Context: an optimization exercise on an open-source flow, tuned for small area, a short achievable clock period and few clock cycles. The choices shown serve that exercise and are no tape-out recipe.
Where RTL was checked, it was by simulation tests only, not by an equivalence proof against the original.
Power and IR drop assume default switching activity.

==> inputs of garnet <==
Design clp_core, start of the top module:
module clp_core (
    input  wire        clk,
    input  wire        rst,           
    input  wire        start,         
    output wire        ready,
    output wire        done,          
    output wire        err,           
    input  wire [31:0] tick,          
    input  wire [3:0]  sys_bits,      
    output wire [17:0] imem_addr,
    input  wire [31:0] imem_rdata,
    output wire [15:0] d_addr,
    input  wire        i_bit,
    input  wire [1:0]  i_bit_q,
    input  wire [31:0] iw_data,
    input  wire [1:0]  iw_q,
    input  wire        q_bit,
    input  wire [31:0] qw_data,
    output wire        q_we,
    output wire        q_wbit,
    output wire        qw_we,
    output wire [31:0] qw_wdata
);
clock: 15.0 ns
lec_check: 0
cap_margin: 20
core_margin: 2
core_utilization: 40
slew_margin: 20
run.sh (not shown) runs the stock make flow with config.mk's settings and CLKGATE_MAP_FILE= SYNTH_SCRIPT=/design/flow/synth_recipe.tcl, a recipe that flattens the netlist after the stock synthesis.
==> onyx (differences from garnet) <==
--- a/flow/design.v
+++ b/flow/design.v
@@ -40,15 +40,12 @@
     localparam NM = 64;    
     localparam NDW = 16;   
     localparam NT = 4;     
     localparam NC = 4;     
     reg        running;
-    reg [17:0] pc1;           
+    reg [17:0] pc;            
     reg [31:0] ir;
-    reg        j_jmp, j_c, j_nc;    
-    reg [3:0]  t_sel;               
-    reg [3:0]  c_sel;               
     reg        ba;
     reg [31:0] wa;
     reg        err_r;
     reg [31:0] s_tick;
     reg [3:0]  sb;
@@ -81,35 +78,20 @@
     wire [5:0] ma = a[5:0];
     wire [3:0] wi = a[3:0];
     wire [1:0] ti = a[1:0];
     wire [1:0] ci = a[1:0];
     wire ex = running && (md == MD_IDLE);
-    wire [31:0] cv_i = ({32{c_sel[0]}} & c_cv[0]) |
-                         ({32{c_sel[1]}} & c_cv[1]) |
-                         ({32{c_sel[2]}} & c_cv[2]) |
-                         ({32{c_sel[3]}} & c_cv[3]);
-    wire [31:0] pv_i = ({32{c_sel[0]}} & c_pv[0]) |
-                         ({32{c_sel[1]}} & c_pv[1]) |
-                         ({32{c_sel[2]}} & c_pv[2]) |
-                         ({32{c_sel[3]}} & c_pv[3]);
-    wire [31:0] start_i = ({32{t_sel[0]}} & t_start[0]) |
-                         ({32{t_sel[1]}} & t_start[1]) |
-                         ({32{t_sel[2]}} & t_start[2]) |
-                         ({32{t_sel[3]}} & t_start[3]);
-    wire [29:0] et_i = ({30{t_sel[0]}} & t_et[0]) |
-                         ({30{t_sel[1]}} & t_et[1]) |
-                         ({30{t_sel[2]}} & t_et[2]) |
-                         ({30{t_sel[3]}} & t_et[3]);
-    wire [30:0] pt_i = ({31{t_sel[0]}} & t_pt[0]) |
-                         ({31{t_sel[1]}} & t_pt[1]) |
-                         ({31{t_sel[2]}} & t_pt[2]) |
-                         ({31{t_sel[3]}} & t_pt[3]);
-    wire        run_i   = |(t_run & t_sel);
-    wire        q_i     = |(t_q & t_sel);
-    wire        last_i  = |(t_last & t_sel);
-    wire        lu_i    = |(c_lu & c_sel);
-    wire        ld_i    = |(c_ld & c_sel);
+    wire [31:0] cv_i    = c_cv[ci];
+    wire [31:0] pv_i    = c_pv[ci];
+    wire [31:0] start_i = t_start[ti];
+    wire [29:0] et_i    = t_et[ti];
+    wire [30:0] pt_i    = t_pt[ti];
+    wire        run_i   = t_run[ti];
+    wire        q_i     = t_q[ti];
+    wire        last_i  = t_last[ti];
+    wire        lu_i    = c_lu[ci];
+    wire        ld_i    = c_ld[ci];
     reg bit_raw;
     always @(*) begin
         case (space)
             SP_I:  bit_raw = i_bit;
             SP_Q:  bit_raw = q_bit;
@@ -225,22 +207,13 @@
     wire is_tp  = (op == OP_TP);
     wire t_op   = is_ton || is_tof || is_tp;
     wire t_started = (is_ton && ba && !run_i) ||
                      (is_tof && !ba && q_i && !run_i) ||
                      (is_tp && ba && !run_i && !last_i);
-    wire [32:0] t_el33 = {1'b0, s_tick} - {1'b0, start_i};
-    wire [31:0] t_el   = t_el33[31:0];
-    wire        t_bw   = t_el33[32];
-    wire [34:0] x_a    = {3'b000, s_tick};
-    wire [34:0] x_b    = ~{3'b000, start_i};
-    wire [34:0] x_c    = ~{2'b00, pt_i, 2'b00};
-    wire [34:0] x_s    = x_a ^ x_b ^ x_c;
-    wire [34:0] x_k    = {(x_a[33:0] & x_b[33:0]) | (x_a[33:0] & x_c[33:0]) |
-                          (x_b[33:0] & x_c[33:0]), 1'b1};
-    wire [35:0] x_sum  = {x_s, 1'b1} + {x_k, 1'b1};       
-    wire [2:0]  x_top  = x_sum[35:33] + {2'b00, t_bw};
-    wire        t_ge   = t_started ? (pt_i == 31'd0) : !x_top[2];
+    wire [31:0] t_el  = s_tick - start_i;
+    wire        t_ge  = t_started ? (pt_i == 31'd0)
+                                  : ({1'b0, t_el} >= {pt_i, 2'b00});
     reg tn_run, tn_q;
     always @(*) begin
         tn_run = run_i;
         tn_q   = q_i;
         if (is_ton) begin
@@ -267,12 +240,13 @@
     wire is_ctu = (op == OP_CTU);
     wire is_ctd = (op == OP_CTD);
     wire c_step = ba && (is_ctu ? (!lu_i && cv_i != 32'h7FFF_FFFF)
                                 : (!ld_i && cv_i != 32'h8000_0000));
     wire [31:0] cv_step = cv_i + (is_ctu ? 32'd1 : 32'hFFFF_FFFF);
-    wire jsel = running && (j_jmp || (j_c && ba) || (j_nc && !ba));
-    assign imem_addr = jsel ? tgt : pc1;
+    wire taken = (op == OP_JMP) || (op == OP_JC && ba) || (op == OP_JNC && !ba);
+    wire [17:0] npc = taken ? tgt : pc + 18'd1;
+    assign imem_addr = running ? npc : 18'd0;
     wire st_bit = (op == OP_ST) || ((op == OP_SET || op == OP_RST) && ba);
     wire st_val = (op == OP_ST) ? (ba ^ n) : (op == OP_SET);
     wire st_wrd = (op == OP_STW) || (op == OP_STWC && ba);
     assign q_we     = running && space == SP_Q && st_bit;
     assign q_wbit   = st_val;
@@ -302,19 +276,19 @@
     wire [29:0] et_wd     = (t_clr ? 30'd0 : et_nx) & {30{!rst}};
     wire        start_wen = ex && t_started;
     generate
         for (g = 0; g < NT; g = g + 1) begin : tf
             always @(posedge clk) begin
-                if (rst || (tpre_wen && t_sel[g])) t_pt[g] <= pt_wd;
-                if (rst || (tst_wen && t_sel[g])) begin
+                if (rst || (tpre_wen && ti == g)) t_pt[g] <= pt_wd;
+                if (rst || (tst_wen && ti == g)) begin
                     t_et[g]  <= et_wd;
                     t_run[g] <= tn_run && t_op && !rst;
                     t_q[g]   <= tn_q && t_op && !rst;
                 end
-                if (rst || (tst_wen && t_op && t_sel[g]))
+                if (rst || (tst_wen && t_op && ti == g))
                     t_last[g] <= (is_tp ? ba : last_i) && !rst;
-                if (start_wen && t_sel[g])
+                if (start_wen && ti == g)
                     t_start[g] <= s_tick;
             end
         end
     endgenerate
     wire        cv_wen = ex && ((is_ctu || is_ctd) ? c_step
@@ -324,14 +298,14 @@
     wire        pv_wen = ex && op == OP_CPRE && ba;
     wire [31:0] pv_wd  = wa & {32{!rst}};
     generate
         for (g = 0; g < NC; g = g + 1) begin : cf
             always @(posedge clk) begin
-                if (rst || (cv_wen && c_sel[g])) c_cv[g] <= cv_wd;
-                if (rst || (pv_wen && c_sel[g])) c_pv[g] <= pv_wd;
-                if (rst || (ex && is_ctu && c_sel[g])) c_lu[g] <= ba && !rst;
-                if (rst || (ex && is_ctd && c_sel[g])) c_ld[g] <= ba && !rst;
+                if (rst || (cv_wen && ci == g)) c_cv[g] <= cv_wd;
+                if (rst || (pv_wen && ci == g)) c_pv[g] <= pv_wd;
+                if (rst || (ex && is_ctu && ci == g)) c_lu[g] <= ba && !rst;
+                if (rst || (ex && is_ctd && ci == g)) c_ld[g] <= ba && !rst;
             end
         end
     endgenerate
     wire stk_wen = ex && op == OP_BOPEN;
     generate
@@ -362,28 +336,15 @@
             OP_TON, OP_TOF, OP_TP: ba_nx = tn_q;
             OP_CMP:    ba_nx = rel ^ n;
             default:   ba_nx = ba;
         endcase
     end
-    wire [5:0] nx_op  = imem_rdata[31:26];
-    wire [3:0] nx_sp  = imem_rdata[25:22];
-    wire       nx_jmp = (nx_op == OP_JMP);
-    wire       nx_jc  = (nx_op == OP_JC);
-    wire       nx_jnc = (nx_op == OP_JNC);
-    wire       nx_t   = (nx_sp == SP_T) || (nx_op >= OP_TON && nx_op <= OP_TRST);
-    wire       nx_c   = (nx_sp == SP_C) || (nx_op >= OP_CTU && nx_op <= OP_CPRE);
-    wire [3:0] nx_sel = 4'd1 << imem_rdata[1:0];
     always @(posedge clk) begin
         if (rst) begin
             running <= 1'b0;
-            pc1    <= 18'd0;
+            pc     <= 18'd0;
             ir     <= 32'd0;
-            j_jmp  <= 1'b0;
-            j_c    <= 1'b0;
-            j_nc   <= 1'b0;
-            t_sel  <= 4'd0;
-            c_sel  <= 4'd0;
             ba     <= 1'b1;
             wa     <= 32'd0;
             err_r  <= 1'b0;
             s_tick <= 32'd0;
             sb     <= 4'd0;
@@ -394,33 +355,23 @@
             cnt    <= 5'd0;
             neg    <= 1'b0;
         end else if (!running) begin
             if (start) begin
                 running <= 1'b1;
-                pc1    <= 18'd1;
+                pc     <= 18'd0;
                 ir     <= imem_rdata;
-                j_jmp  <= nx_jmp;
-                j_c    <= nx_jc;
-                j_nc   <= nx_jnc;
-                if (nx_t) t_sel <= nx_sel;
-                if (nx_c) c_sel <= nx_sel;
                 ba     <= 1'b1;
                 wa     <= 32'd0;
                 sp     <= 4'd0;
                 err_r  <= 1'b0;
                 s_tick <= tick;
                 sb     <= sys_bits;
             end
         end else begin
             if (!stall) begin
-                pc1   <= (op == OP_END) ? 18'd0 : imem_addr + 18'd1;
-                ir    <= imem_rdata;
-                j_jmp <= nx_jmp;
-                j_c   <= nx_jc;
-                j_nc  <= nx_jnc;
-                if (nx_t) t_sel <= nx_sel;
-                if (nx_c) c_sel <= nx_sel;
+                pc <= npc;
+                ir <= imem_rdata;
             end
             if (wa_we) wa <= wa_nx;
             case (md)
                 MD_MUL: begin
                     xr <= {xr[23:0], 8'd0};
==> run notes <==
Against onyx, the clock skew of garnet is lower by 0.0093 ns.
Between onyx and garnet, the lower utilization is in garnet (gap 0.31 points).
Between garnet and onyx, the lower flip-flop and latch count is in onyx (gap 11).
First-iteration DRC count: garnet is higher than onyx (about 1.5%).
Between garnet and onyx, the lower setup slack is in onyx (gap 0.33 ns).
In garnet the area after synthesis is smaller than in onyx, by 0.49%.
Against garnet, the non-clock buffer count of onyx is lower by 12.
Of garnet and onyx, garnet has the higher final cell count (gap 2.0%, measured against onyx).
Maximum frequency: onyx is lower than garnet (3.9%).
==> figures <==
Vias per cell: garnet 6.453; onyx 6.520
Overall routed net length: garnet 395.7 mm; onyx 383.5 mm
Power Internal: garnet 0.007586 W; onyx 0.007917 W
Number of placed instances with taps included: garnet 11172; onyx 10949
Die width: garnet 476.2 um; onyx 477.4 um
Largest stage delay on the critical path: garnet 0.77 ns; onyx 0.98 ns
Layout clock buffer count: garnet 212; onyx 200
Sequential fraction of the synthesis area: garnet 47.50%; onyx 47.02%
Worst reg-to-reg path cell count: garnet 26; onyx 20
Wire length on met3: garnet 42.96 mm; onyx 42.06 mm
Met2 Track Usage GR: garnet 50.38%; onyx 48.95%
Run status: garnet complete, no violations; onyx complete, no violations
Number of buffers outside the clock class in the layout: garnet 551; onyx 539
Number of iterations in the first detailed-routing pass: garnet 7; onyx 8
Count of sequential standard cells: garnet 1480; onyx 1469
Slack of the worst reg-to-reg path: garnet 6.72 ns; onyx 6.39 ns
Met2 wirelength from detailed routing: garnet 171.3 mm; onyx 167.1 mm
Post-layout util: garnet 45.39%; onyx 45.69%
Layout-to-synthesis area ratio: garnet 1.1290x; onyx 1.1344x
Testbench counts of garnet, summed over its fixed seeds: cycles 225,251.
Only the layout flow was run in onyx; the RTL was not checked for function there.

## re-timing with driven ports
Ports are ideal in the flow. The routed layouts listed here were re-timed in OpenROAD.
Step 1 sets driving cells, clkbuf_16 on the clock port and buf_2 on the other inputs (assumed; they add their load-dependent delay and slew).
Step 2, shift: input delay + t, output delay - t, t = (earliest + latest rising clock arrival at the registers) / 2. This alone moves slack from input paths to output paths.
a / b / c = no drivers / after step 1 / after step 2; a / b = the first two.
run | t (ns) | setup WS [ns] | worst setup path at the end | worst data-port slew with drivers (ns)
garnet | 0.919 | 6.719 / 6.719 / 5.919 | input to register | 0.14
onyx | 0.924 | 6.387 / 6.387 / 5.805 | input to register | 0.07
After both steps setup and hold are still met in every run listed. The setup slack of garnet, which loses most, moves by 0.000 ns with the drivers and by -0.800 ns with both steps.
